Context: an optimization exercise on an open-source flow, tuned for small area, a short achievable clock period and few clock cycles per item. The choices shown serve that exercise and are no tape-out recipe.
In this exercise RTL edits were held to simulation tests only and were not proved equivalent to the original.

[design/flow/flow/run.sh]
#!/bin/bash
# Standard layout (standard synthesis included), with repair_timing aiming for more
# setup slack than the clock period strictly needs.
set -euo pipefail
bash standard.sh SETUP_SLACK_MARGIN=15.5 finish > run_make.log 2>&1
[design/flow/standard.sh]
#!/bin/bash
# synth_recipe.tcl (not shown) runs the flow's synth.tcl, then flattens the netlist and writes it again
# the make line also repeats each setting of config.mk as NAME=value (left out here)
make -C /OpenROAD-flow-scripts/flow DESIGN_CONFIG=/design/flow/config.mk WORK_HOME=/design/flow/orfs CLKGATE_MAP_FILE= SYNTH_SCRIPT=/design/flow/synth_recipe.tcl "${@:-finish}"
[design/flow/config.mk]
export PLATFORM = sky130hd
export DESIGN_NAME = loop_engine
export DESIGN_NICKNAME = loop_engine
export VERILOG_FILES = /design/flow/design.v
export SDC_FILE = /design/flow/constraint.sdc
export NUM_CORES = 4
export LEC_CHECK = 0
export CAP_MARGIN = 20
export CORE_MARGIN = 2
export CORE_UTILIZATION = 25
export SLEW_MARGIN = 20
[design/flow/constraint.sdc]
create_clock -name core_clock -period 22.0 [get_ports {clk}]
set_input_delay 4.4000 -clock core_clock [delete_from_list [all_inputs] [get_ports {clk}]]
set_output_delay 4.4000 -clock core_clock [all_outputs]
set_load 0.01 [all_outputs]
[design/flow/design.v]
module loop_engine (
    input  wire               clk,
    input  wire               rst,         
    input  wire               start,       
    input  wire               init,        
    input  wire               pbsafe,      
    input  wire               run,         
    input  wire               stopping,    
    input  wire               llen,
    input  wire               tren,
    input  wire               trexm,
    input  wire               trlohz,
    input  wire signed [11:0] code,        
    input  wire signed [17:0] isum,        
    input  wire        [15:0] rll,         
    input  wire        [9:0]  linband,
    input  wire        [5:0]  trhyst,
    input  wire        [9:0]  trmaxs,
    input  wire        [15:0] dtrhi,       
    input  wire        [15:0] dtrlo,
    input  wire        [15:0] dmax,
    input  wire        [15:0] dmin,
    input  wire        [15:0] dhwmax,
    input  wire        [15:0] kcl,         
    input  wire        [15:0] ilimt,
    input  wire        [15:0] ilim,        
    input  wire signed [23:0] b0,          
    input  wire signed [23:0] b1,
    input  wire signed [23:0] b2,
    input  wire signed [23:0] a1,          
    input  wire signed [23:0] a2,
    input  wire signed [23:0] a3,
    input  wire signed [23:0] ki,          
    input  wire        [3:0]  bsh,
    input  wire        [4:0]  ish,
    input  wire signed [15:0] imin,        
    input  wire signed [15:0] imax,
    output wire               ready,
    output reg                done,
    output wire        [19:0] word,        
    output reg         [1:0]  tag,
    output wire signed [15:0] eeff_o,
    output wire        [1:0]  trstate,
    output reg                clamphi,
    output reg                clamplo,
    output reg                windup,
    output wire               ilimact,
    output wire        [39:0] integ,       
    output wire        [31:0] yout,        
    output reg                evt_trf,
    output reg                evt_trtof,
    output reg                evt_windf,
    output reg                evt_ilimf,
    output reg                fault_ilim
);
    localparam [1:0] TAG_LIN = 2'd0, TAG_TRHI = 2'd1, TAG_TRLO = 2'd2, TAG_NOSINK = 2'd3;
    localparam [3:0] P_B1 = 4'd0, P_B2 = 4'd1, P_A1 = 4'd2, P_A2 = 4'd3, P_A3 = 4'd4,
                     P_B0 = 4'd5, P_KI = 4'd6, P_KCL = 4'd7, P_LL = 4'd8, P_XM = 4'd9,
                     P_NONE = 4'd15;
    localparam [23:0] RCP125 = 24'd4294968;
    reg signed [39:0] i_q;          
    reg signed [15:0] e1, e2;       
    reg signed [31:0] y1, y2, y3;   
    reg        [19:0] d_prev;       
    reg        [1:0]  tr_q;         
    reg        [9:0]  trn;          
    reg               block_q;      
    reg               clipped_q;
    reg               nosink_q;
    reg        [15:0] ilimn;        
    reg               ilim_q;       
    assign integ   = i_q;
    assign yout    = y1;
    assign word    = d_prev;
    assign trstate = tr_q;
    assign ilimact = ilim_q;
    reg        busy;
    reg [3:0]  ph;
    reg        mode;                
    assign ready = !busy;
    wire [3:0] pt = mode ? ph - 4'd2 : ph;
    reg signed [31:0] opx;
    reg        [11:0] zb_one, zb_two, zb_neg;    
    reg        [1:0]  sh;           
    reg        [55:0] pr;           
    reg        [1:0]  shp;          
    reg signed [71:0] acc;
    reg signed [15:0] eeff;
    reg               f_gt, f_lt, f_in;          
    reg        [1:0]  tr_n;
    reg               entry_n, forced_n, exit_n, block_n;
    reg signed [39:0] it;           
    reg               clip_n;
    reg        [6:0]  x7;           
    reg        [4:0]  low5;         
    reg               ll_sat, ll_neg;
    reg signed [10:0] d1_q;         
    reg signed [6:0]  d2_q;         
    reg               lmhit_q;      
    reg               trnge_q;      
    reg               pre_q;        
    reg        [9:0]  lb_q;
    reg signed [17:0] isum_q;
    reg        [15:0] ilim_s;
    reg signed [15:0] imin_q, imax_q;
    reg        [3:0]  bsh_q;
    reg        [4:0]  ish_q;
    reg        [15:0] dmax_q, dmin_q, dhw_q, dtrhi_q, dtrlo_q;
    assign eeff_o = eeff;
    wire [9:0]  lb    = (linband < 10'd16) ? 10'd16 : linband;
    wire signed [18:0] dsub_q = $signed({isum_q[17], isum_q}) - $signed({3'd0, ilim_s});    
    wire [32:0] bx1 = {opx[31], opx};
    wire [32:0] bx2 = {opx, 1'b0};
    localparam [55:0] BOOTH_C = -(56'h555555 << 32);
    reg  [55:0] prod;
    reg  [32:0] bm;
    integer bi;
    always @(*) begin
        prod = BOOTH_C;
        for (bi = 0; bi < 12; bi = bi + 1) begin
            bm = zb_one[bi] ? bx1 : zb_two[bi] ? bx2 : 33'd0;
            bm = bm ^ {33{zb_neg[bi]}};
            prod = prod + ({23'd0, ~bm[32], bm[31:0]} << (2 * bi)) + ({55'd0, zb_neg[bi]} << (2 * bi));
        end
    end
    wire signed [71:0] prod72 = {{16{pr[55]}}, pr};
    reg  signed [71:0] psh;
    always @(*) begin
        case (shp)
            2'd0:    psh = prod72;
            2'd1:    psh = prod72 <<< 2;
            2'd2:    psh = prod72 <<< 13;
            default: psh = prod72 <<< 16;
        endcase
    end
    wire acc_bias = busy && (mode ? ph == 4'd3 : ph == 4'd2);
    wire acc_we   = busy && (acc_bias || (pt >= 4'd3 && pt <= 4'd9 && !(mode && ph == 4'd4)));
    reg signed [71:0] base;
    always @(*) begin
        if (acc_bias)
            base = 72'sd1 <<< 20;
        else if (pt == 4'd8)
            base = {{16{i_q[39]}}, i_q, 16'h8000};
        else if (pt == 4'd9)
            base = {42'd0, d_prev, 10'd0};
        else
            base = acc;
    end
    wire signed [71:0] acc_n = base + psh;
    reg [3:0] pn;
    always @(*) begin
        pn = P_NONE;
        if (!mode)
            case (ph)
                4'd1: pn = P_B1;  4'd2: pn = P_B2;  4'd3: pn = P_A2;  4'd4: pn = P_A3;
                4'd5: pn = P_B0;  4'd6: pn = P_KI;  4'd7: pn = P_KCL;
                default: ;
            endcase
        else
            case (ph)
                4'd1: pn = P_A1;  4'd2: pn = P_XM;  4'd3: pn = P_B1;  4'd4: pn = P_B2;
                4'd5: pn = P_A2;  4'd6: pn = P_A3;  4'd7: pn = P_B0;  4'd8: pn = P_KI;
                4'd9: pn = P_KCL;
                default: ;
            endcase
    end
    wire signed [15:0] ev   = (pn == P_B2) ? e2 : (pn == P_KI) ? eeff : e1;
    wire        [3:0]  xs   = 4'd15 - ((pn == P_KI) ? ish_q[3:0] : bsh_q);
    wire signed [31:0] esh  = {{16{ev[15]}}, ev} <<< xs;
    reg signed [31:0]  opx_b;
    reg signed [23:0]  opz_n;
    reg                ng_n;
    reg        [1:0]   sh_b;
    always @(*) begin
        opx_b = esh;
        opz_n = b1;
        ng_n  = 1'b0;
        sh_b  = 2'd2;
        case (pn)
            P_B2:  begin opz_n = b2; end
            P_A1:  begin opx_b = y1; opz_n = a1; ng_n = 1'b1; sh_b = 2'd0; end
            P_A2:  begin opx_b = y2; opz_n = a2; ng_n = 1'b1; sh_b = 2'd0; end
            P_A3:  begin opx_b = y3; opz_n = a3; ng_n = 1'b1; sh_b = 2'd0; end
            P_B0:  begin opz_n = b0; end
            P_KI:  begin opz_n = ki; sh_b = ish_q[4] ? 2'd0 : 2'd3; end
            P_KCL: begin opx_b = {{13{dsub_q[18]}}, dsub_q}; opz_n = {8'd0, kcl}; ng_n = 1'b1; sh_b = 2'd1; end
            P_XM:  begin opx_b = {10'd0, pr[26:5]}; opz_n = RCP125; sh_b = 2'd0; end
            default: ;
        endcase
    end
    function [35:0] benc;
        input [23:0] z;
        input        ng;
        reg   [25:0] zz;
        reg   [11:0] o, t, n;
        integer ei;
        begin
            zz = {z[23], z, 1'b0};
            for (ei = 0; ei < 12; ei = ei + 1) begin
                o[ei] = zz[2*ei+1] ^ zz[2*ei];
                t[ei] = (zz[2*ei+2] & ~zz[2*ei+1] & ~zz[2*ei]) | (~zz[2*ei+2] & zz[2*ei+1] & zz[2*ei]);
                n[ei] = (zz[2*ei+2] ^ ng) & (o[ei] | t[ei]);
            end
            benc = {o, t, n};
        end
    endfunction
    wire [35:0] zb_b  = benc(opz_n, ng_n);
    wire [35:0] zb_s  = llen ? benc({8'd0, rll}, isum[17]) : benc(a1, 1'b1);
    wire [35:0] zb_n  = busy ? zb_b : zb_s;
    wire signed [31:0] opx_n = busy ? opx_b : llen ? {{14{isum[17]}}, isum} : y1;
    wire        [1:0]  sh_n  = busy ? sh_b : 2'd0;
    wire        [15:0] ll_q    = pr[44:29];                         
    wire        [6:0]  ll_rem  = x7 + {ll_q[5:0], 1'b0} + ll_q[6:0];    
    wire        [11:0] ll_r    = {ll_rem, low5};                    
    wire               ll_up   = (ll_r > 12'd2000) || (ll_r == 12'd2000 && ll_q[0]);
    wire               ll_over = ll_sat || (ll_neg ? (ll_q == 16'd32768 && ll_up)
                                                   : (ll_q[15] || (ll_q == 16'd32767 && ll_up)));
    wire        [15:0] ll_mag  = ll_over ? (ll_neg ? 16'd32768 : 16'd32767) : ll_q;
    wire               ll_cin  = ll_over ? 1'b0 : ll_up;
    wire        [17:0] ll_opnd = ll_neg ? {2'b0, ll_mag} : ~{2'b0, ll_mag};
    wire signed [17:0] ediff   = {{2{eeff[15]}}, eeff} + $signed(ll_opnd) + {17'd0, ll_neg ? ll_cin : !ll_cin};
    wire signed [15:0] eeff_l  = (ediff > 18'sd32767)  ? 16'sh7fff :
                                 (ediff < -18'sd32768) ? 16'sh8000 : ediff[15:0];
    wire signed [16:0] eabs   = eeff[15] ? -{eeff[15], eeff} : {1'b0, eeff};
    wire signed [16:0] eeff17 = {eeff[15], eeff};
    wire signed [16:0] enot17 = ~eeff17;                                    
    wire               f_gt_c = eeff17 > $signed({7'd0, lb_q});
    wire               f_lt_c = enot17 >= $signed({7'd0, lb_q});
    wire               f_in_c = eabs <= 17'sd1 || eabs <= $signed({{6{d1_q[10]}}, d1_q}) ||
                                eabs <= $signed({{10{d2_q[6]}}, d2_q});
    wire signed [16:0] lbs    = {7'd0, lb_q};
    wire               outband = f_gt || f_lt;
    wire [1:0] tr_in = run ? tr_q : 2'd0;
    reg  [1:0] tr_c;
    reg        entry_c, forced_c, exit_c, block_c;
    always @(*) begin
        tr_c     = tr_in;
        entry_c  = 1'b0;
        forced_c = 1'b0;
        exit_c   = 1'b0;
        block_c  = block_q && outband;
        if (tr_in != 2'd0 && f_in) begin
            tr_c   = 2'd0;
            exit_c = 1'b1;
        end else if (tr_in != 2'd0 && trnge_q) begin
            tr_c     = 2'd0;
            exit_c   = 1'b1;
            forced_c = 1'b1;
            block_c  = outband;
        end else if (tr_in != 2'd0 || (run && tren && !block_c)) begin
            if (f_gt)
                tr_c = 2'd1;
            else if (f_lt)
                tr_c = 2'd2;
            entry_c = (tr_c != tr_in);
        end
    end
    wire signed [15:0] ef_c = (tr_c == 2'd0) ? eeff :
                              f_gt ? lbs[15:0] :
                              f_lt ? -lbs[15:0] : eeff;
    wire signed [50:0] y_t   = acc[71:21];
    wire               y_tie = (acc[20:0] == 21'd0);
    wire signed [31:0] y_c   = (y_t > 51'sh7fff_ffff)  ? 32'sh7fff_ffff :
                               (y_t < -51'sh8000_0000) ? 32'sh8000_0000 :
                               {y_t[31:1], y_t[0] & ~y_tie};
    wire signed [55:0] ai_t   = acc[71:16];
    wire               ai_tie = (acc[15:0] == 16'd0);
    wire signed [39:0] ai_c   = (ai_t > 56'sh7f_ffff_ffff)  ? 40'sh7f_ffff_ffff :
                                (ai_t < -56'sh80_0000_0000) ? 40'sh80_0000_0000 :
                                {ai_t[39:1], ai_t[0] & ~ai_tie};
    wire signed [41:0] pre_v  = $signed({2'b0, d_prev, 18'd0}) - $signed({{2{y1[31]}}, y1, 8'd0});
    wire signed [39:0] pre_c  = (pre_v > 42'sh7f_ffff_ffff) ? 40'sh7f_ffff_ffff :
                                (pre_v < -42'sh80_0000_0000) ? 40'sh80_0000_0000 : pre_v[39:0];
    wire signed [39:0] raw_c  = pre_q ? pre_c : ai_c;
    wire signed [16:0] raw_h  = raw_c[39:23];
    wire               raw_lz = (raw_c[22:0] == 23'd0);
    wire               c_inv  = imin_q > imax_q;                                      
    wire               c_lo   = raw_h < $signed({imin_q[15], imin_q});               
    wire               c_hi   = raw_h > $signed({imax_q[15], imax_q}) ||
                                (raw_h == $signed({imax_q[15], imax_q}) && !raw_lz);  
    wire               c_eqh  = raw_h == $signed({imax_q[15], imax_q}) && raw_lz;   
    wire signed [39:0] ilo    = {{1{imin_q[15]}}, imin_q, 23'd0};
    wire signed [39:0] ihi    = {{1{imax_q[15]}}, imax_q, 23'd0};
    wire signed [39:0] it_c   = (c_inv || (c_hi && !c_lo)) ? ihi : c_lo ? ilo : raw_c;
    wire               clip_c = c_inv ? !c_eqh : (c_lo || c_hi);
    wire signed [41:0] us     = {{2{it[39]}}, it} + {{2{y1[31]}}, y1, 8'h80};
    wire signed [33:0] us_t   = us[41:8];
    wire               us_tie = (us[7:0] == 8'd0);
    wire signed [31:0] u      = (us_t > 34'sh7fff_ffff)  ? 32'sh7fff_ffff :
                                (us_t < -34'sh8000_0000) ? 32'sh8000_0000 :
                                {us_t[31:1], us_t[0] & ~us_tie};
    wire               ilim_c  = !dsub_q[18] && dsub_q != 19'sd0;           
    wire signed [39:0] clim    = acc[39:0];
    wire signed [39:0] dhw_v   = {10'd0, dhw_q, 14'd0};
    wire signed [39:0] dmax_v  = {10'd0, dmax_q, 14'd0};
    wire signed [39:0] dmin_v  = {10'd0, dmin_q, 14'd0};
    wire        [15:0] dtr     = (tr_n == 2'd1) ? dtrhi_q : dtrlo_q;
    wire signed [39:0] dtr_v   = {10'd0, dtr, 14'd0};
    wire signed [39:0] u_v     = {{8{u[31]}}, u};
    wire               sel_cl  = ilim_c && (clim < dhw_v);                   
    wire signed [39:0] hwcl    = sel_cl ? clim : dhw_v;
    wire               h_lt_M  = hwcl < dmax_v;
    wire               m_lt_h  = dmin_v < hwcl;
    wire               t_lt_h  = dtr_v < hwcl;
    wire               u_ge_h  = u_v >= hwcl;
    wire               u_le_h  = u_v <= hwcl;
    wire               m_lt_M  = dmin_q < dmax_q;
    wire               f_is_m  = m_lt_h && m_lt_M;          
    wire               u_ge_M  = u_v >= dmax_v;
    wire               u_le_M  = u_v <= dmax_v;
    wire               u_le_m  = u_v <= dmin_v;
    wire               ge_ceil = h_lt_M ? u_ge_h : u_ge_M;
    wire               le_ceil = h_lt_M ? u_le_h : u_le_M;
    wire               le_floor = f_is_m ? u_le_m : le_ceil;
    wire               lin     = (tr_n == 2'd0);
    wire               sel_c   = ge_ceil;                   
    wire               sel_f   = !ge_ceil && le_floor;      
    wire               inhib   = sel_c ? (!eeff[15] && eeff != 16'sd0) : sel_f ? eeff[15] : 1'b0;
    wire        [20:0] wu_r    = {1'b0, u[29:10]} + {20'd0, (u[9:0] > 10'h200) || (u[9:0] == 10'h200 && u[10])};
    wire        [19:0] w_u     = u[31] ? 20'd0 : (u[30] || wu_r[20]) ? 20'hFFFFF : wu_r[19:0];
    wire        [20:0] wc_r    = {1'b0, hwcl[29:10]} + {20'd0, (hwcl[9:0] > 10'h200) || (hwcl[9:0] == 10'h200 && hwcl[10])};
    wire        [19:0] w_h     = hwcl[39] ? 20'd0 : wc_r[19:0];
    wire        [19:0] w_M     = {dmax_q, 4'd0};
    wire        [19:0] w_m     = {dmin_q, 4'd0};
    wire        [19:0] w_t     = {dtr, 4'd0};
    wire        [19:0] w_ceil  = h_lt_M ? w_h : w_M;
    wire        [19:0] w_floor = f_is_m ? w_m : w_ceil;
    wire        [19:0] word_c  = !lin ? (t_lt_h ? w_t : w_h) :
                                 sel_c ? w_ceil : sel_f ? w_floor : w_u;
    wire               nosink_c = nosink_q && eeff[15] && !stopping;
    wire        [1:0]  tag_c   = (tr_n == 2'd1) ? TAG_TRHI :
                                 (tr_n == 2'd2) ? (trlohz ? TAG_NOSINK : TAG_TRLO) :
                                 nosink_c ? TAG_NOSINK : TAG_LIN;
    wire do_flags = busy && (mode ? (ph == 4'd5) : (ph == 4'd1));
    wire do_tr    = busy && (mode ? (ph == 4'd6) : (ph == 4'd2));
    wire do_y     = busy && (pt == 4'd8);
    wire do_it    = busy && (pt == 4'd9);
    wire last     = busy && (pt == 4'd10);
    always @(posedge clk) begin
        opx    <= opx_n;
        zb_one <= zb_n[35:24];
        zb_two <= zb_n[23:12];
        zb_neg <= zb_n[11:0];
        sh     <= sh_n;
        pr     <= prod;
        shp    <= sh;
        if (acc_we)
            acc <= acc_n;
        if (!busy && start) begin
            eeff    <= {{4{code[11]}}, code};
            d1_q    <= $signed({1'b0, linband}) - $signed({5'd0, trhyst});
            d2_q    <= 7'sd16 - $signed({1'b0, trhyst});
            lmhit_q <= {1'b0, ilimn} + 17'd1 >= {1'b0, ilimt};
            trnge_q <= trn >= trmaxs && trn != 10'd0;
        end
        lb_q    <= lb;
        isum_q  <= isum;
        ilim_s  <= ilim;
        imin_q  <= imin;
        bsh_q   <= bsh;
        ish_q   <= ish;
        imax_q  <= imax;
        dmax_q  <= dmax;
        dmin_q  <= dmin;
        dhw_q   <= dhwmax;
        dtrhi_q <= dtrhi;
        dtrlo_q <= dtrlo;
        if (busy && mode && ph == 4'd2) begin
            ll_neg <= isum[17];
            ll_sat <= pr[33:0] >= 34'd131076000;
            low5   <= pr[4:0];
            x7     <= pr[11:5];
        end
        if (busy && mode && ph == 4'd4)
            eeff <= eeff_l;
        if (do_flags) begin
            f_gt <= f_gt_c;
            f_lt <= f_lt_c;
            f_in <= f_in_c;
        end
        if (do_tr) begin
            tr_n     <= tr_c;
            entry_n  <= entry_c;
            forced_n <= forced_c;
            exit_n   <= exit_c;
            block_n  <= block_c;
            pre_q    <= exit_c && trexm;
        end
        if (do_it) begin
            it     <= it_c;
            clip_n <= clip_c;
        end
    end
    always @(posedge clk) begin
        done <= 1'b0;
        if (rst) begin
            busy       <= 1'b0;
            ph         <= 4'd0;
            mode       <= 1'b0;
            i_q        <= 40'sd0;
            e1         <= 16'sd0;
            e2         <= 16'sd0;
            y1         <= 32'sd0;
            y2         <= 32'sd0;
            y3         <= 32'sd0;
            d_prev     <= 20'd0;
            tr_q       <= 2'd0;
            trn        <= 10'd0;
            block_q    <= 1'b0;
            clipped_q  <= 1'b0;
            nosink_q   <= 1'b0;
            ilimn      <= 16'd0;
            ilim_q     <= 1'b0;
        end else if (!busy) begin
            if (start) begin
                busy <= 1'b1;
                mode <= llen;
                ph   <= 4'd1;
            end else if (init) begin
                i_q       <= 40'sd0;
                e1        <= 16'sd0;
                e2        <= 16'sd0;
                y1        <= 32'sd0;
                y2        <= 32'sd0;
                y3        <= 32'sd0;
                d_prev    <= 20'd0;
                tr_q      <= 2'd0;
                trn       <= 10'd0;
                block_q   <= 1'b0;
                clipped_q <= 1'b0;
                nosink_q  <= pbsafe;
                ilimn     <= 16'd0;
                ilim_q    <= 1'b0;
            end
        end else begin
            ph <= ph + 4'd1;
            if (do_tr) begin
                e2 <= e1;
                e1 <= ef_c;
            end
            if (do_y) begin
                y3 <= y2;
                y2 <= y1;
                y1 <= y_c;
            end
            if (last) begin
                if (lin && !(inhib && !pre_q))
                    i_q <= it;
                d_prev    <= word_c;
                trn       <= lin ? 10'd0 : (tr_q != 2'd0) ? trn + 10'd1 : 10'd1;
                tr_q      <= tr_n;
                block_q   <= block_n;
                nosink_q  <= nosink_c;
                clipped_q <= lin && clip_n;
                ilim_q    <= ilim_c;
                if (ilim_c) begin
                    if (lmhit_q)
                        ilimn <= 16'd0;
                    else
                        ilimn <= ilimn + 16'd1;
                end else
                    ilimn <= 16'd0;
                busy <= 1'b0;
                done <= 1'b1;
            end
        end
    end
    always @(posedge clk) begin
        if (last) begin
            fault_ilim <= ilim_c && lmhit_q;
            tag        <= tag_c;
            clamphi    <= lin && (sel_c || (sel_f && !f_is_m));
            clamplo    <= lin && ((sel_c && !f_is_m) || sel_f);
            windup     <= lin && (clip_n || inhib);
            evt_trf    <= entry_n;
            evt_trtof  <= forced_n;
            evt_windf  <= lin && clip_n && !clipped_q;
            evt_ilimf  <= ilim_c && !ilim_q;
        end
    end
endmodule
==> results of run 1 <==
cells by family (layout without fill, tap and decap cells):
family                   after synthesis  count (layout)
AO/OA/AOI/OAI                       2336            2339
XOR/XNOR                             712             712
adder cells (fa/ha/maj)              969             969
buffers and inverters               1124            1678
flip-flops                           706             706
multiplexers                         259             260
other                                  1              16
AND/OR/NAND/NOR                     2252            2266
synthesized netlist by cell type, types with 43 or more instances:
cell / n
a211oi_1: 80
a21o_1: 161
a21oi_1: 608
a221oi_1: 43
a22oi_1: 393
a31oi_1: 112
buf_1: 69
clkbuf_1: 497
dfxtp_1: 524
edfxtp_1: 182
fa_1: 310
ha_1: 636
inv_1: 535
mux2_2: 55
mux2i_1: 162
nand2_1: 769
nand2b_1: 76
nand3_1: 159
nand4_1: 135
nor2_1: 627
nor2b_1: 78
nor3_1: 161
o21a_1: 79
o21ai_0: 449
xnor2_1: 347
xor2_1: 365
worst max-delay path: stages, from the launching register on:
cell      delay [ns]
dfxtp_4         0.42
nor2b_4         0.29
buf_12          0.15
buf_16          0.11
a22oi_1         0.07
xor2_1          0.19
fa_2            0.58
inv_1           0.05
fa_1            0.39
fa_1            0.57
fa_1            0.44
fa_1            0.58
ha_4            0.24
a21o_1          0.20
a21oi_2         0.15
o21ai_0         0.09
a21oi_1         0.18
o21bai_2        0.11
a41oi_4         0.29
o21ai_4         0.13
a41oi_2         0.17
a21oi_1         0.10
o31a_1          0.33
o41ai_4         0.27
o311ai_2        0.18
o31ai_2         0.25
xnor2_1         0.14
through the flow:
step	utilization [%]	hold slack (ns)
floorplan	-	0.310
global placement	28.7	0.310
detailed placement	28.7	0.314
CTS	31.2	0.335
global route	31.9	0.338
finish	31.9	0.326
cell type report:
class / count / area share [%]
repair buffers: 971 / 11.5
diodes: 14 / 0.0396
clock inverters: 46 / 0.648
multi-input cells: 6548 / 59.1
clock buffers: 119 / 2.94
inverters: 542 / 2.32
well taps: 3705 / 5.24
flip-flops and latches: 706 / 18.2
routing by layer:
metal / wire length [um] / up-vias / GRT usage, % / share of wire (%)
li1: - / 30920 / - / -
met1: 126000 / 33104 / 27.3 / 39
met2: 138000 / 4236 / 32.6 / 43
met3: 37500 / 921 / 6.00 / 12
met4: 21000 / 24 / 11.5 / 6.5
met5: 153 / - / 0 / 0.047
sequential cells by signal, summed over array words and instances (netlist names), 18 cells and up, named ones only:
register,count
y2,32
pr,56
y3,32
opx,32
y1,32
i_q,40
d_prev,20
it,40
acc,72
isum_q,18
repair_timing:
item                       in CTS  in global routing
pin swaps                     190                173
buffers inserted              142                 62
setup endpoints to repair     281                156
gates resized for setup       455                310
gates cloned                   37                 18
worst paths after layout:
| check | from | slack [ns] | cells after the start | endpoint |
|---|---|---|---|---|
| setup / recovery | zb_two[3]$_DFF_P_ | 15.26 | 26 | pr[55]$_DFF_P_ |
| hold / removal | sh[1]$_SDFF_PN0_ | 0.33 | 0 | shp[1]$_DFF_P_ |
| setup reg to reg | zb_two[3]$_DFF_P_ | 15.26 | 26 | pr[55]$_DFF_P_ |
| hold reg to reg | sh[1]$_SDFF_PN0_ | 0.33 | 0 | shp[1]$_DFF_P_ |
==> results.tsv, run 1 <==
stage	metric	value	unit
final_layout	most frequent cells in the layout	nand2_1, nor2_1, ha_1	
grt	vias in the first global route	64824	
clock_tree	clock tree buffer depth	3	
route	drt total wl	324	mm
clock_tree	Hold-fix buffers, CTS	0	
floorplan	initial core utilization	25.2	%
placement	placed cell count	12213	
clock_tree	total clock sinks	706	
final_layout	Layout area overhead	26.9	%
synth	Syn Inst Count	8359	
placement	Final GP Congestion	1.01	
synth	Synth Area in Adders	20.6	%
timing	Worst Clk Skew	0.0588	ns
grt	Total Routing Usage GR	21.4	%
worst_setup_path	Crit Path Max Fanout	7	
final_layout	layout cell share with drive strength beyond 1	13.5	%
grt	largest net degree at the start of global routing	124	
timing	setup slack after layout	15.26	ns
final_layout	final instance area	0.0885	mm^2
final_layout	fill count	28886	
synth	synth warn	1	
timing	Worst-Margin Slew	1.12	ns
clock_tree	TritonCTS clock tree	yes	
synth	Async S/R FF share, synth	0	%
timing	Final min period	6.74	ns
final_layout	leading cell type in the layout, fill and taps excluded	nand2_1	
synth	multiplexer share of the synthesized area	4.57	%
placement	pre-CTS setup slack	13.76	ns
placement	# port buffers	542	
floorplan	DIE AREA	0.283	mm^2
route	number of remaining DRC errors	0	
clock_tree	htree depth	3	
route	Detail Route Antenna Nets	0	
synth	syn_area_per_cell	8.34	um^2
final_layout	Layout Nets	10223	
synth	Synth Area in Simple Gates	14.9	%
route	DR vias	69205	
clock_tree	Root Driver	clkbuf_16	
placement	Placed Area	0.0794	mm^2
synth	Synth Register Bits	706	
worst_setup_path	critical path class	flop to flop	
grt	wire length of the first global-routing pass	454	mm
timing	Slew Limit Fails	0	
synth	post-synthesis compound-gate area fraction	22.0	%
clock_tree	cts bufs inserted	88	
grt	initial antenna violation count	31	
timing	final count of negative-setup-slack endpoints	0	
grt	grt ovf	0	
synth	Post-synth EDFFs	182	
timing	Tcrit/Tclk final	30.7	%
synth	Seq/Total Area, Yosys	22.9	%
floorplan	die width	532	um
floorplan	I/O Pins	543	
synth	Yosys top cell by area	dfxtp_1	
timing	Setup TNS	0	ns
route	drt wl/cell	25.6	um
floorplan	Die Ht	532	um
timing	relative slew slack	24.7	%
final_layout	FF+latch area	0.0161	mm^2
synth	Primary FF master, synth	dfxtp_1	
clock_tree	worst-skew pair later-pin latency	0.75	ns
clock_tree	Clock transition at path regs	0.07	ns
synth	share of the synthesized area in the top cell type	15.0	%
synth	main combinational cell family by area after synthesis	compound AO/OA/AOI/OAI gates	
final_layout	fin cells	12651	
hold_path	hold crit path type	flop to flop	
floorplan	num rows	193	
worst_setup_path	WP data arrival	7.40	ns
timing	RSZ-0062 raised after global routing	yes	
synth	xor/xnor share of the synthesized area	8.94	%
route	routed vias/inst	5.47	
worst_setup_path	Worst Path Required	22.65	ns
worst_setup_path	CP Launch Type	flop	
worst_setup_path	Worst setup EP type	flop	
job	Max Cap Viol	0	
route	DRT Pass-1 Iters	7	
timing	Fmax achieved	0.148	GHz
synth	post-synthesis cell area	0.0698	mm^2
status	status	finished clean	
timing	final hold vios	0	
floorplan	Core Footprint	0.277	mm^2
final_layout	Multi-input gate area	0.0523	mm^2
placement	DP Wirelength	235	mm
route	DR iter-0 viols	8789	
synth	post-synth cell types	99	
synth	Synth area leaders	dfxtp_1, ha_1, fa_1, edfxtp_1, xor2_1	
Testbench counts, summed over its fixed seeds: cycles 231,970, samples 20,000.
==> run 2, diff against run 1 <==
--- a/design/flow/design.v
+++ b/design/flow/design.v
@@ -104,6 +104,7 @@
     reg        [15:0] ilim_s;
     reg signed [15:0] imin_q, imax_q;
     reg        [3:0]  bsh_q;
+    reg               ilim_cq;      
     reg        [4:0]  ish_q;
     reg        [15:0] dmax_q, dmin_q, dhw_q, dtrhi_q, dtrlo_q;
     assign eeff_o = eeff;
@@ -289,7 +290,7 @@
     wire signed [31:0] u      = (us_t > 34'sh7fff_ffff)  ? 32'sh7fff_ffff :
                                 (us_t < -34'sh8000_0000) ? 32'sh8000_0000 :
                                 {us_t[31:1], us_t[0] & ~us_tie};
-    wire               ilim_c  = !dsub_q[18] && dsub_q != 19'sd0;           
+    wire               ilim_c  = ilim_cq;                                    
     wire signed [39:0] clim    = acc[39:0];
     wire signed [39:0] dhw_v   = {10'd0, dhw_q, 14'd0};
     wire signed [39:0] dmax_v  = {10'd0, dmax_q, 14'd0};
@@ -358,6 +359,7 @@
         ilim_s  <= ilim;
         imin_q  <= imin;
         bsh_q   <= bsh;
+        ilim_cq <= !dsub_q[18] && dsub_q != 19'sd0;
         ish_q   <= ish;
         imax_q  <= imax;
         dmax_q  <= dmax;
--- a/design/flow/config.mk
+++ b/design/flow/config.mk
@@ -7,5 +7,5 @@
 export LEC_CHECK = 0
 export CAP_MARGIN = 20
 export CORE_MARGIN = 2
-export CORE_UTILIZATION = 25
+export CORE_UTILIZATION = 45
 export SLEW_MARGIN = 20
==> run 2 against run 1 <==
  * First-iteration DRC count fell by 11%
  * Routed wire length is 4.3% lower
  * Clock skew is 0.021 ns lower
  * Sequential share of layout area rose by 1.1 points
  * Design area fell by 5.9%
  * Non-clock buffer count shrank 114
  * Maximum frequency up 2.7%
  * Largest cell class unchanged
==> results.tsv, run 2 <==
stage	metric	value	unit
worst_setup_path	max incr delay on CP	0.58	ns
floorplan	initial core utilization	45.3	%
final_layout	fin cells	10910	
placement	Placed Area	0.0771	mm^2
grt	Total Routing Usage GR	37.7	%
final_layout	most frequent cells in the layout	nand2_1, a21oi_1, nor2_1	
synth	share of the synthesized area in the top cell type	15.1	%
synth	Seq/Total Area, Yosys	22.9	%
synth	Post-synth EDFFs	182	
worst_setup_path	CP Launch Type	flop	
final_layout	post-layout util	54.1	%
worst_setup_path	CP top delay family	adder cells	
final_layout	Multi-input gate area	0.0510	mm^2
route	DRT Pass-1 Iters	6	
placement	placed cell count	10582	
route	routed vias/inst	6.30	
worst_setup_path	Worst setup EP type	flop	
final_layout	biggest registers after layout	acc: 72 flops, pr: 56 flops	
timing	final count of negative-setup-slack endpoints	0	
synth	Synth area leaders	dfxtp_1, ha_1, fa_1, edfxtp_1, xnor2_1	
synth	syn_area_per_cell	8.32	um^2
timing	RSZ-0062 raised after global routing	yes	
timing	Tcrit/Tclk final	29.8	%
synth	post-synthesis cell area	0.0697	mm^2
placement	Final GP Congestion	1.03	
grt	largest net degree at the start of global routing	85	
clock_tree	cts bufs inserted	87	
synth	Primary FF master, synth	dfxtp_1	
synth	Synth Register Bits	707	
hold_path	hold crit path type	flop to flop	
final_layout	largest register by flop count	acc	
status	status	finished clean	
floorplan	num rows	144	
final_layout	Layout Nets	10145	
timing	Slew Limit Fails	0	
clock_tree	Hold-fix buffers, CTS	0	
timing	Worst Clk Skew	0.0382	ns
grt	initial antenna violation count	41	
synth	Yosys top cell by area	dfxtp_1	
placement	# port buffers	542	
route	number of remaining DRC errors	0	
route	drt wl/cell	28.4	um
timing	setup slack after layout	15.44	ns
final_layout	Layout area overhead	19.4	%
worst_setup_path	Top cell by count, worst path	fa_1	
timing	relative slew slack	19.1	%
timing	Worst-Margin Slew	1.21	ns
final_layout	final instance area	0.0833	mm^2
synth	Synth top cells by count	nand2_1, a21oi_1, nor2_1	
worst_setup_path	reg2reg setup slack	15.44	ns
clock_tree	clock tree buffer depth	3	
worst_setup_path	cells on worst reg2reg path	27	
synth	Async S/R FF share, synth	0	%
timing	Fmax achieved	0.152	GHz
synth	count leader, synth	nand2_1	
clock_tree	worst-skew pair later-pin latency	0.74	ns
hold_path	hold path start	sh[0]$_SDFF_PN0_	
synth	synth warn	1	
route	DR vias	68750	
worst_setup_path	Crit Path Max Fanout	5	
clock_tree	Clock transition at path regs	0.06	ns
final_layout	FF+latch area	0.0161	mm^2
route	DR iter-0 viols	7853	
grt	grt ovf	0	
hold_path	Hold Crit Depth	0	
final_layout	max reg flops	72	
timing	Setup TNS	0	ns
placement	pre-CTS setup slack	13.87	ns
grt	vias in the first global route	65553	
route	drt total wl	309	mm
synth	post-synth cell types	107	
worst_setup_path	worst r2r dst	pr[55]$_DFF_P_	
hold_path	hold endpoint	shp[0]$_DFF_P_	
job	Max Cap Viol	0	
worst_setup_path	critical path class	flop to flop	
floorplan	die width	398	um
timing	final hold vios	0	
floorplan	I/O Pins	543	
clock_tree	total clock sinks	707	
worst_setup_path	Critical R2R Launch	zb_one[7]$_DFF_P_	
worst_setup_path	CP max stage cell	fa_1	
final_layout	fill count	14355	
final_layout	layout cell share with drive strength beyond 1	10.3	%
synth	Syn Inst Count	8378	
placement	DP Wirelength	237	mm
floorplan	Core Footprint	0.154	mm^2
worst_setup_path	WP data arrival	7.23	ns
final_layout	leading cell type in the layout, fill and taps excluded	nand2_1	
worst_setup_path	worst path bufs/invs	7	
clock_tree	htree depth	3	
route	Detail Route Antenna Nets	0	
floorplan	Die Ht	398	um
timing	Final min period	6.56	ns
worst_setup_path	Worst Path Required	22.66	ns
clock_tree	TritonCTS clock tree	yes	
clock_tree	Root Driver	clkbuf_16	
floorplan	DIE AREA	0.158	mm^2
grt	wire length of the first global-routing pass	444	mm
## run 2: changes by cell type after synthesis, moves of 48 or more
| cell | change |
|---|---|
| clkbuf_1 | -48 |
| nand4_1 | -53 |
| xnor2_1 | +80 |
| a31oi_1 | -48 |
| a21oi_1 | +97 |
| xor2_1 | -80 |
## run 2: repair_timing
| action | CTS | global route |
|---|---|---|
| endpoints found under the setup margin | 204 | 158 |
| gates cloned | 16 | 4 |
| gates resized for setup | 257 | 206 |
| pin swaps | 54 | 83 |
| buffers inserted | 86 | 46 |
## run 2: layout make-up
class                           instances  area share [%]
Antenna cell                           16          0.0481
Clock buffer                          116            3.01
Clock inverter                         44           0.508
Inverter                              555            2.52
Multi-Input combinational cell       6571            61.2
Sequential cell                       707            19.3
Tap cell                             2044            3.07
Timing Repair Buffer                  857            10.3
## run 2: worst max path at each step
stage                       from                 end  slack [ns]  cells after the start
2_1_floorplan  zb_one[9]$_DFF_P_      pr[55]$_DFF_P_       15.51                     25
3_3_place_gp      pr[30]$_DFF_P_  eeff[11]$_DFFE_PP_       14.13                     25
3_5_place_dp      pr[30]$_DFF_P_  eeff[12]$_DFFE_PP_       13.87                     25
4_1_cts        zb_one[7]$_DFF_P_      pr[55]$_DFF_P_       15.43                     26
5_1_grt        zb_one[7]$_DFF_P_      pr[55]$_DFF_P_       15.24                     27
6_report       zb_one[7]$_DFF_P_      pr[55]$_DFF_P_       15.44                     27
## run 2: kinds of logic after synthesis
kind of cell / synth area share [%]
buffers and inverters: 6.11
other: 0.00538
adders and majority gates: 20.5
and+or+nand+nor: 14.8
xor gates and xnor gates: 8.94
DFF: 22.9
muxes: 3.93
AOI/OAI and AO/OA: 22.8
## run 2: layer usage
layer  routed length (um)  vias up  global-route usage, %
li1                     -    30692                      -
met1               122000    33351                   49.0
met2               133000     3869                   57.0
met3                34600      790                   9.77
met4                19800       48                   20.8
met5                  345        -                      0
## run 2: per-stage QoR
| step | hold slack [ns] |
|---|---|
| 2_1_floorplan | 0.310 |
| 3_3_place_gp | 0.311 |
| 3_5_place_dp | 0.312 |
| 4_1_cts | 0.339 |
| 5_1_grt | 0.343 |
| 6_report | 0.336 |
Testbench counts of run 2, summed over its fixed seeds: cycles 231,970, samples 20,000.
==> run 3, diff against run 2 <==
--- a/design/flow/config.mk
+++ b/design/flow/config.mk
@@ -7,5 +7,5 @@
 export LEC_CHECK = 0
 export CAP_MARGIN = 20
 export CORE_MARGIN = 2
-export CORE_UTILIZATION = 45
+export CORE_UTILIZATION = 25
 export SLEW_MARGIN = 20
==> run 3 against run 2 <==
  * Critical path depth down 3
  * Final cell count grew 15%
  * Via count down 2.2%
  * Non-clock buffer count increased by 5
  * Critical endpoint unchanged
  * Clock skew grew 0.0018 ns
  * Area after synthesis unchanged
  * Still clean
==> results.tsv, run 3 <==
stage	metric	value	unit
status	status	finished clean	
clock_tree	cts bufs inserted	87	
synth	post-synth cell types	107	
floorplan	num rows	193	
synth	Synth Area in Adders	20.5	%
synth	count leader, synth	nand2_1	
final_layout	max reg flops	72	
grt	largest net degree at the start of global routing	85	
synth	Syn Inst Count	8378	
timing	final count of negative-setup-slack endpoints	0	
timing	Worst Clk Skew	0.0400	ns
synth	Synth area leaders	dfxtp_1, ha_1, fa_1, edfxtp_1, xnor2_1	
final_layout	Layout Nets	10152	
synth	syn_area_per_cell	8.32	um^2
route	DR vias	67211	
synth	Seq/Total Area, Yosys	22.9	%
hold_path	Hold Crit Depth	0	
final_layout	fill count	29294	
placement	Final GP Congestion	0.988	
route	number of remaining DRC errors	0	
floorplan	DIE AREA	0.283	mm^2
floorplan	Die Ht	532	um
route	DR iter-0 viols	7306	
clock_tree	htree depth	3	
synth	Synth Register Bits	707	
grt	grt ovf	0	
job	Max Cap Viol	0	
timing	Setup TNS	0	ns
synth	Synth top cells by count	nand2_1, a21oi_1, nor2_1	
synth	Post-synth EDFFs	182	
synth	Async S/R FF share, synth	0	%
final_layout	most frequent cells in the layout	nand2_1, a21oi_1, nor2_1	
route	drt wl/cell	24.6	um
final_layout	Multi-input gate area	0.0510	mm^2
final_layout	Layout area overhead	23.1	%
hold_path	hold crit path type	flop to flop	
final_layout	leading cell type in the layout, fill and taps excluded	nand2_1	
worst_setup_path	Crit Path Max Fanout	5	
floorplan	I/O Pins	543	
final_layout	layout cell share with drive strength beyond 1	10.5	%
clock_tree	Hold-fix buffers, CTS	0	
synth	multiplexer share of the synthesized area	3.93	%
clock_tree	TritonCTS clock tree	yes	
timing	Slew Limit Fails	0	
synth	main combinational cell family by area after synthesis	compound AO/OA/AOI/OAI gates	
clock_tree	worst-skew pair later-pin latency	0.72	ns
worst_setup_path	WP data arrival	7.17	ns
route	routed vias/inst	5.35	
timing	Tcrit/Tclk final	29.8	%
final_layout	largest register by flop count	acc	
timing	Fmax achieved	0.152	GHz
synth	post-synthesis compound-gate area fraction	22.8	%
clock_tree	clock tree buffer depth	3	
synth	Primary FF master, synth	dfxtp_1	
floorplan	die width	532	um
grt	wire length of the first global-routing pass	437	mm
placement	Placed Area	0.0792	mm^2
placement	DP Wirelength	234	mm
floorplan	Core Footprint	0.277	mm^2
worst_setup_path	CP Launch Type	flop	
grt	vias in the first global route	63149	
worst_setup_path	Worst Path Required	22.60	ns
worst_setup_path	Worst setup EP type	flop	
clock_tree	Root Driver	clkbuf_16	
worst_setup_path	critical path class	flop to flop	
floorplan	initial core utilization	25.2	%
grt	initial antenna violation count	28	
timing	RSZ-0062 raised after global routing	yes	
final_layout	FF+latch area	0.0161	mm^2
timing	Final min period	6.57	ns
route	DRT Pass-1 Iters	7	
synth	share of the synthesized area in the top cell type	15.1	%
synth	Synth Area in Simple Gates	14.8	%
timing	Worst-Margin Slew	1.13	ns
route	Detail Route Antenna Nets	0	
clock_tree	total clock sinks	707	
final_layout	biggest registers after layout	acc: 72 flops, pr: 56 flops	
placement	# port buffers	542	
timing	final hold vios	0	
synth	post-synthesis cell area	0.0697	mm^2
synth	xor/xnor share of the synthesized area	8.94	%
route	drt total wl	309	mm
worst_setup_path	cells on worst reg2reg path	24	
grt	Total Routing Usage GR	20.6	%
clock_tree	Clock transition at path regs	0.06	ns
synth	Yosys top cell by area	dfxtp_1	
timing	relative slew slack	24.5	%
final_layout	final instance area	0.0858	mm^2
synth	synth warn	1	
## run 3: cell count changes in the layout (fill, tap and decap cells not counted), moves of 6 or more
cell        previous run  this run
buf_12                29        39
diode_2               16         5
buf_6                 33        17
clkbuf_1              14         5
clkbuf_16             97       109
inv_4                  7         1
clkinvlp_4             3         9
## run 3: final cells by class
type                       count  share of cell area [%]
clock inverter                54                   0.733
inverter                     555                    2.44
clock buffer                 109                    2.91
antenna                        5                  0.0146
timing repair buffer         862                    10.3
multi-input combinational   6573                    59.4
tap                         3705                    5.40
sequential                   707                    18.8
## run 3: what timing repair did
item / CTS / global route
hold endpoints to repair: 0 / 0
endpoints found under the setup margin: 216 / 152
buffers inserted: 53 / 69
pin swaps: 51 / 95
cloned: 15 / 16
gates resized for setup: 246 / 217
## run 3: final timing paths
kind                      from  slack [ns]        endpoint
max          zb_one[3]$_DFF_P_       15.43  pr[55]$_DFF_P_
min           sh[0]$_SDFF_PN0_        0.33  shp[0]$_DFF_P_
max reg2reg  zb_one[3]$_DFF_P_       15.43  pr[55]$_DFF_P_
min reg2reg   sh[0]$_SDFF_PN0_        0.33  shp[0]$_DFF_P_
## run 3: metrics by stage
step | hold slack (ns) | setup WS (ns) | instances | utilization [%]
final | 0.326 | 15.43 | 12570 | 31.0
after global routing | 0.331 | 15.31 | 12566 | 31.0
after CTS | 0.327 | 15.49 | 12480 | 30.3
after detailed placement | 0.315 | 13.62 | 12249 | 28.6
after global placement | 0.311 | 13.68 | 12249 | 28.6
after floorplan | 0.310 | 15.51 | 8379 | -
## run 3: worst max-delay path, stage by stage (launching register included)
cell       delay (ns)
dfxtp_4          0.35
buf_12           0.13
nor2b_4          0.20
buf_12           0.15
clkbuf_16        0.14
a22oi_1          0.07
xor2_1           0.19
fa_1             0.57
inv_1            0.05
fa_1             0.46
fa_1             0.60
fa_1             0.45
fa_1             0.50
ha_4             0.29
and3_4           0.18
and3_4           0.19
and3_4           0.19
a21oi_4          0.07
o41ai_4          0.36
a41oi_2          0.21
a311oi_2         0.41
a211o_1          0.24
nand3_1          0.09
a32oi_1          0.24
xnor2_1          0.09
## run 3: layer usage
metal,global-route usage [%],up-vias,wire length (um),part of all wire (%)
li1,-,30741,-,-
met1,26.8,32312,127000,41
met2,31.8,3448,134000,43
met3,4.52,692,30000,9.7
met4,10.6,18,18900,6.1
met5,0,-,100,0.032
## run 3: logic make-up (layout without fill, tap and decap cells)
group                      after synthesis  count (layout)
AOI/OAI and AO/OA                     2432            2434
xor gates and xnor gates               712             713
adders and majority gates              962             962
buffers and inverters                 1103            1580
DFF                                    707             707
muxes                                  218             218
other                                    1               7
and+or+nand+nor                       2243            2244
==> run 4, diff against run 3 <==
--- a/design/flow/design.v
+++ b/design/flow/design.v
@@ -335,7 +335,6 @@
     wire do_flags = busy && (mode ? (ph == 4'd5) : (ph == 4'd1));
     wire do_tr    = busy && (mode ? (ph == 4'd6) : (ph == 4'd2));
     wire do_y     = busy && (pt == 4'd8);
-    wire do_it    = busy && (pt == 4'd9);
     wire last     = busy && (pt == 4'd10);
     always @(posedge clk) begin
         opx    <= opx_n;
@@ -388,10 +387,8 @@
             block_n  <= block_c;
             pre_q    <= exit_c && trexm;
         end
-        if (do_it) begin
-            it     <= it_c;
-            clip_n <= clip_c;
-        end
+        it     <= it_c;
+        clip_n <= clip_c;
     end
     always @(posedge clk) begin
         done <= 1'b0;
@@ -468,7 +465,7 @@
         end
     end
     always @(posedge clk) begin
-        if (last) begin
+        begin
             fault_ilim <= ilim_c && lmhit_q;
             tag        <= tag_c;
             clamphi    <= lin && (sel_c || (sel_f && !f_is_m));
==> design/flow/flow/run.sh (replaced) <==
#!/bin/bash
# Standard layout (standard synthesis included), with repair_timing aiming for more
# setup slack than the clock period strictly needs, and plain buffers on the ports.
set -euo pipefail
bash standard.sh SETUP_SLACK_MARGIN=16.0 "BUFFER_PORTS_ARGS=-buffer_cell sky130_fd_sc_hd__buf_1" finish > run_make.log 2>&1
--- a/design/flow/config.mk
+++ b/design/flow/config.mk
@@ -7,5 +7,5 @@
 export LEC_CHECK = 0
 export CAP_MARGIN = 20
 export CORE_MARGIN = 2
-export CORE_UTILIZATION = 25
+export CORE_UTILIZATION = 45
 export SLEW_MARGIN = 20
==> run 4 against run 3 <==
  * Setup slack lost 0.21 ns
  * Via count is 1.4% higher
  * Sequential share of layout area grew 0.14 points
  * Critical path depth grew 3
  * Maximum frequency decreased by 3.1%
  * Largest cell class unchanged
==> results.tsv, run 4 <==
stage	metric	value	unit
grt	met1 Use GR	47.4	%
clock_tree	Hold-fix buffers, CTS	0	
synth	xor/xnor share of the synthesized area	8.98	%
timing	Slew Limit Fails	0	
final_layout	most frequent cells in the layout	nand2_1, ha_1, nor2_1	
grt	grt peak-use layer	met2	
timing	Worst Clk Skew	0.0513	ns
synth	post-synthesis cell area	0.0686	mm^2
clock_tree	Clock transition at path regs	0.06	ns
placement	Placed Area	0.0728	mm^2
final_layout	Layout Nets	10128	
clock_tree	clock tree buffer depth	3	
synth	share of the synthesized area in the top cell type	16.8	%
worst_setup_path	Critical R2R Launch	zb_one[8]$_DFF_P_	
final_layout	leading cell type in the layout, fill and taps excluded	nand2_1	
route	drt total wl	299	mm
grt	grt ovf	0	
grt	largest net degree at the start of global routing	97	
route	routed vias/inst	6.27	
floorplan	DIE AREA	0.155	mm^2
worst_setup_path	worst r2r dst	pr[55]$_DFF_P_	
worst_setup_path	CP Launch Point	zb_one[8]$_DFF_P_	
floorplan	I/O Pins	543	
worst_setup_path	reg2reg setup slack	15.22	ns
clock_tree	htree depth	3	
final_layout	largest register by flop count	acc	
synth	Primary FF master, synth	dfxtp_1	
route	DR iter-0 viols	7695	
synth	synth warn	1	
synth	Yosys top cell by area	dfxtp_1	
synth	syn_area_per_cell	8.44	um^2
timing	Tcrit/Tclk final	30.8	%
synth	post-synth cell types	118	
timing	Worst-Margin Slew	1.32	ns
timing	Final min period	6.78	ns
final_layout	post-layout util	54.7	%
floorplan	Core Footprint	0.152	mm^2
timing	Fmax achieved	0.148	GHz
final_layout	Layout area overhead	21.0	%
floorplan	num rows	143	
timing	RSZ-0062 raised after global routing	yes	
timing	final hold vios	0	
worst_setup_path	Worst Setup EP	pr[55]$_DFF_P_	
timing	Setup TNS	0	ns
placement	# port buffers	542	
timing	setup slack after layout	15.22	ns
final_layout	final instance area	0.0829	mm^2
worst_setup_path	CP Launch Type	flop	
job	Max Cap Viol	0	
timing	relative slew slack	11.9	%
synth	Synth top cells by count	nand2_1, ha_1, nor2_1	
grt	GR Layer Usage met2	55.7	%
synth	Post-synth EDFFs	131	
synth	multiplexer share of the synthesized area	4.36	%
final_layout	layout cell share with drive strength beyond 1	16.0	%
floorplan	Die Ht	394	um
grt	vias in the first global route	64575	
worst_setup_path	cells on worst reg2reg path	27	
timing	final count of negative-setup-slack endpoints	0	
status	status	finished clean	
worst_setup_path	Worst setup EP type	flop	
grt	GR Util met3	8.52	%
synth	Synth area leaders	dfxtp_1, ha_1, fa_1, edfxtp_1, xnor2_1	
synth	count leader, synth	nand2_1	
synth	Synth Area in Adders	20.9	%
floorplan	die width	394	um
placement	Final GP Congestion	0.999	
worst_setup_path	Crit Path Max Fanout	5	
synth	Syn Inst Count	8121	
synth	Synth Register Bits	707	
grt	Total Routing Usage GR	36.2	%
floorplan	initial core utilization	45.2	%
synth	Async S/R FF share, synth	0	%
grt	initial antenna violation count	16	
route	DRT Pass-1 Iters	9	
placement	placed cell count	10316	
synth	post-synthesis compound-gate area fraction	23.3	%
synth	Synth Area in Simple Gates	13.7	%
worst_setup_path	WP data arrival	7.40	ns
clock_tree	TritonCTS clock tree	yes	
final_layout	max reg flops	72	
placement	pre-CTS setup slack	14.01	ns
final_layout	fin cells	10867	
placement	DP Wirelength	216	mm
synth	Seq/Total Area, Yosys	22.6	%
final_layout	biggest registers after layout	acc: 72 flops, pr: 56 flops	
route	DR vias	68138	
route	Detail Route Antenna Nets	0	
clock_tree	Root Driver	clkbuf_16	
clock_tree	cts bufs inserted	88	
synth	main combinational cell family by area after synthesis	compound AO/OA/AOI/OAI gates	
grt	wire length of the first global-routing pass	425	mm
hold_path	hold crit path type	flop to flop	
clock_tree	total clock sinks	707	
route	drt wl/cell	27.5	um
worst_setup_path	Worst Path Required	22.62	ns
route	number of remaining DRC errors	0	
timing	Worst Hold Margin	0.325	ns
worst_setup_path	critical path class	flop to flop	
clock_tree	worst-skew pair later-pin latency	0.73	ns
## run 4: cell types whose count changed after synthesis, sizes merged, moves of 39 or more
cell / delta
dfxtp: +51
o21a: +39
nand2: -91
edfxtp: -51
nor2: -56
a21oi: -126
## run 4: cells by family (layout without fill, tap and decap cells)
logic type               after synthesis  after routing
AO/OA/AOI/OAI                       2389           2399
AND/OR/NAND/NOR                     2035           2040
buffers and inverters               1089           1785
adder cells (fa/ha/maj)              961            961
flip-flops                           707            707
XOR/XNOR                             703            703
multiplexers                         236            238
other                                  1              4
## run 4: worst min path at each step
stage	startpoint	endpoint	depth (start not counted)
floorplan	sh[0]$_SDFF_PN0_	shp[0]$_DFF_P_	0
global placement	sh[0]$_SDFF_PN0_	shp[0]$_DFF_P_	0
detailed placement	sh[1]$_SDFF_PN0_	shp[1]$_DFF_P_	0
CTS	sh[1]$_SDFF_PN0_	shp[1]$_DFF_P_	0
global route	sh[1]$_SDFF_PN0_	shp[1]$_DFF_P_	0
finish	sh[1]$_SDFF_PN0_	shp[1]$_DFF_P_	0
## run 4: repair_timing
action,4_1_cts,5_1_grt
setup buffers,176,159
resized for setup,421,386
pin swaps,96,221
setup endpoints to repair,254,198
cloned,37,14
## run 4: layout make-up
type	instances	area, um^2
timing repair inverter	1	7.51
sequential	707	15700
clock inverter	46	537
clock buffer	117	2520
timing repair buffer	1073	7570
inverter	548	2090
antenna	2	5.00
multi-input combinational	6343	52000
fill	14024	68600
tap	2030	2540
## run 4: per-layer routing
metal | vias to the layer above | wire (um)
met2 | 3992 | 130000
met1 | 32964 | 117000
met5 | - | 64
met3 | 786 | 33300
met4 | 10 | 17500
li1 | 30386 | -
## run 4: critical path, stage by stage, from the launching register on
cell	delay (ns)
dfxtp_4	0.35
buf_12	0.12
nor2b_4	0.16
buf_12	0.17
buf_4	0.15
a22oi_2	0.08
xnor2_2	0.18
fa_1	0.55
inv_1	0.06
fa_2	0.52
inv_1	0.05
fa_1	0.46
fa_1	0.50
fa_1	0.54
ha_4	0.23
a21o_1	0.17
a21oi_2	0.14
o21ai_2	0.07
a21oi_2	0.22
o221ai_4	0.15
o22a_2	0.30
a41o_4	0.25
a221o_1	0.31
a21o_1	0.19
a22oi_2	0.25
o21ai_2	0.12
a311oi_2	0.27
xnor2_1	0.14
Testbench counts of run 4, summed over its fixed seeds: cycles 231,970, samples 20,000.
==> run 5, diff against run 4 <==
==> design/flow/flow/run.sh (replaced) <==
#!/bin/bash
# Standard layout (standard synthesis included), with repair_timing aiming for more
# setup slack than the clock period strictly needs, and plain buffers on the ports.
set -euo pipefail
bash standard.sh SETUP_SLACK_MARGIN=15.5 "BUFFER_PORTS_ARGS=-buffer_cell sky130_fd_sc_hd__buf_1" finish > run_make.log 2>&1
==> run 5 against run 4 <==
  * Still clean
  * Synthesized cell count unchanged
  * Non-clock buffer count fell by 175
  * Count of clock-buffer cells in the layout increased by 1
  * Area after synthesis unchanged
  * Critical path type unchanged
  * Critical endpoint is now pr[54]$_DFF_P_
  * Largest cell class unchanged
  * Highest routed layer unchanged
==> results.tsv, run 5 <==
stage	metric	value	unit
final_layout	largest register by flop count	acc	
worst_setup_path	CP max stage cell	fa_1	
timing	final count of negative-setup-slack endpoints	0	
grt	GR Util met3	9.03	%
placement	# port buffers	542	
grt	largest net degree at the start of global routing	92	
synth	share of the synthesized area in the top cell type	16.8	%
final_layout	biggest registers after layout	acc: 72 flops, pr: 56 flops	
timing	RSZ-0062 raised after global routing	yes	
worst_setup_path	critical path class	flop to flop	
final_layout	most frequent cells in the layout	nand2_1, ha_1, nor2_1	
timing	setup slack after layout	15.32	ns
route	DR vias	67498	
final_layout	FF+latch area	0.0156	mm^2
floorplan	num rows	143	
clock_tree	cts bufs inserted	88	
synth	synth warn	1	
worst_setup_path	max incr delay on CP	0.57	ns
clock_tree	Root Driver	clkbuf_16	
route	DR iter-0 viols	8016	
synth	Yosys top cell by area	dfxtp_1	
floorplan	Core Footprint	0.152	mm^2
timing	Tcrit/Tclk final	30.4	%
final_layout	fin cells	10693	
timing	relative slew slack	22.5	%
timing	Worst-Margin Slew	1.16	ns
floorplan	Die Ht	394	um
synth	Synth top cells by count	nand2_1, ha_1, nor2_1	
clock_tree	clock tree buffer depth	3	
floorplan	I/O Pins	543	
timing	Final min period	6.68	ns
timing	final hold vios	0	
status	status	finished clean	
floorplan	initial core utilization	45.2	%
final_layout	Layout area overhead	16.8	%
job	Max Cap Viol	0	
final_layout	max reg flops	72	
timing	Setup TNS	0	ns
final_layout	post-layout util	52.8	%
clock_tree	worst-skew pair later-pin latency	0.73	ns
placement	placed cell count	10316	
clock_tree	TritonCTS clock tree	yes	
synth	Async S/R FF share, synth	0	%
grt	initial antenna violation count	32	
final_layout	leading cell type in the layout, fill and taps excluded	nand2_1	
placement	DP Wirelength	223	mm
route	drt total wl	301	mm
clock_tree	total clock sinks	707	
placement	Final GP Congestion	1.03	
synth	Synth area leaders	dfxtp_1, ha_1, fa_1, edfxtp_1, xnor2_1	
worst_setup_path	Worst setup EP type	flop	
route	routed vias/inst	6.31	
clock_tree	Clock transition at path regs	0.06	ns
placement	Placed Area	0.0725	mm^2
worst_setup_path	reg2reg setup slack	15.32	ns
worst_setup_path	Crit Path Max Fanout	6	
worst_setup_path	WP data arrival	7.33	ns
route	Detail Route Antenna Nets	0	
final_layout	Layout Nets	9944	
timing	Worst Clk Skew	0.0783	ns
worst_setup_path	Worst Path Required	22.65	ns
worst_setup_path	worst path bufs/invs	6	
hold_path	hold crit path type	flop to flop	
timing	Fmax achieved	0.150	GHz
synth	post-synth cell types	118	
synth	Syn Inst Count	8121	
floorplan	die width	394	um
synth	syn_area_per_cell	8.44	um^2
route	number of remaining DRC errors	0	
worst_setup_path	CP Launch Type	flop	
route	DRT Pass-1 Iters	9	
placement	pre-CTS setup slack	13.85	ns
timing	Worst Hold Margin	0.326	ns
clock_tree	htree depth	3	
grt	grt peak-use layer	met2	
route	drt wl/cell	28.2	um
grt	vias in the first global route	64213	
synth	Primary FF master, synth	dfxtp_1	
final_layout	Multi-input gate area	0.0506	mm^2
synth	count leader, synth	nand2_1	
worst_setup_path	Top cell by count, worst path	fa_1	
grt	grt ovf	0	
grt	GR Layer Usage met2	57.8	%
final_layout	layout cell share with drive strength beyond 1	11.6	%
final_layout	final instance area	0.0800	mm^2
synth	Synth Register Bits	707	
grt	met1 Use GR	48.4	%
grt	wire length of the first global-routing pass	433	mm
synth	Post-synth EDFFs	131	
worst_setup_path	CP top delay family	adder cells	
floorplan	DIE AREA	0.155	mm^2
synth	post-synthesis cell area	0.0686	mm^2
grt	Total Routing Usage GR	37.1	%
final_layout	fill count	14316	
synth	Seq/Total Area, Yosys	22.6	%
timing	Slew Limit Fails	0	
[run 5: cell counts after synthesis]
No cell type changed its count.
[run 5: area by class of cell]
type,instances,share of cell area [%]
repair inverters,1,0.00938
flip-flops and latches,707,19.5
clock inverters,46,0.730
multi-input cells,6334,63.2
inverters,548,2.58
well taps,2030,3.17
diodes,11,0.0344
clock buffers,118,3.11
repair buffers,898,7.60
[run 5: layer usage]
layer | wire length, um | share of wire (%) | vias to the layer above
met5 | 152 | 0.050 | -
met4 | 16700 | 5.5 | 24
met3 | 32500 | 11 | 746
met2 | 132000 | 44 | 3945
met1 | 120000 | 40 | 32837
li1 | - | - | 29946
[run 5: kinds of logic after synthesis]
group,after synthesis,synth area share (%)
compound gates,2389,23.3
xor+xnor,703,8.98
flops,707,22.6
fa+ha+maj,961,20.9
mux,236,4.36
buf+inv,1089,6.19
other cells,1,0.00547
simple gates,2035,13.7
[run 5: worst paths after layout]
check                         start        endpoint  depth (start not counted)
setup / recovery  zb_one[4]$_DFF_P_  pr[54]$_DFF_P_                         26
hold / removal     sh[0]$_SDFF_PN0_  shp[0]$_DFF_P_                          0
setup reg to reg  zb_one[4]$_DFF_P_  pr[54]$_DFF_P_                         26
hold reg to reg    sh[0]$_SDFF_PN0_  shp[0]$_DFF_P_                          0
[run 5: worst register-to-register path: stages (launching register included)]
cell	delay [ns]
dfxtp_4	0.35
buf_12	0.13
nor2b_4	0.18
buf_12	0.16
buf_16	0.13
buf_4	0.14
a22oi_1	0.07
xor2_1	0.18
fa_2	0.55
inv_1	0.07
fa_1	0.48
fa_1	0.57
fa_1	0.42
fa_1	0.56
ha_4	0.25
buf_4	0.15
a211oi_1	0.21
nand2_1	0.11
a31o_4	0.23
a41oi_4	0.32
o21ai_4	0.13
a221o_1	0.35
a31o_4	0.25
a41oi_2	0.20
a21oi_2	0.09
a31oi_1	0.19
xnor2_1	0.14
[run 5: timing repair]
action	in CTS	in global routing
hold buffers	0	0
pin swaps	147	89
cloned	33	6
resized for setup	325	200
hold endpoints to repair	0	0
endpoints found under the setup margin	178	147
buffers inserted	106	55

==> re-timing with driven ports <==
No port has a modelled driver above. Below, the same layouts with a new extraction and two added sets of constraints. Step 1 sets driving cells, clkbuf_16 on the clock port and buf_2 on the other inputs (assumed; they add their load-dependent delay and slew). Step 2 adds t to the input delays and takes it off the output delays; t is the mean of the earliest and latest rising clock arrival at the registers after step 1. Input paths then give back, and output paths get back, about the clock's delay inside the block. a / b / c = ideal / step 1 / step 2; a / b = the first two.
run	t (ns)	setup WS [ns]	clock arrival spread, ns	worst data-port slew with drivers (ns)
run 1	0.814	15.257 / 15.257 / 14.649	0.063 / 0.063	0.21
run 2	0.811	15.435 / 15.397 / 14.814	0.040 / 0.040	0.14
run 3	0.793	15.433 / 15.414 / 14.859	0.043 / 0.043	0.20
run 4	0.783	15.222 / 15.222 / 15.222	0.074 / 0.074	0.21
run 5	0.791	15.315 / 15.315 / 14.941	0.080 / 0.080	0.17
After both steps every run listed still meets setup and hold. For run 2, which loses most, drivers alone change the setup slack by -0.038 ns; drivers and shift together by -0.621 ns.
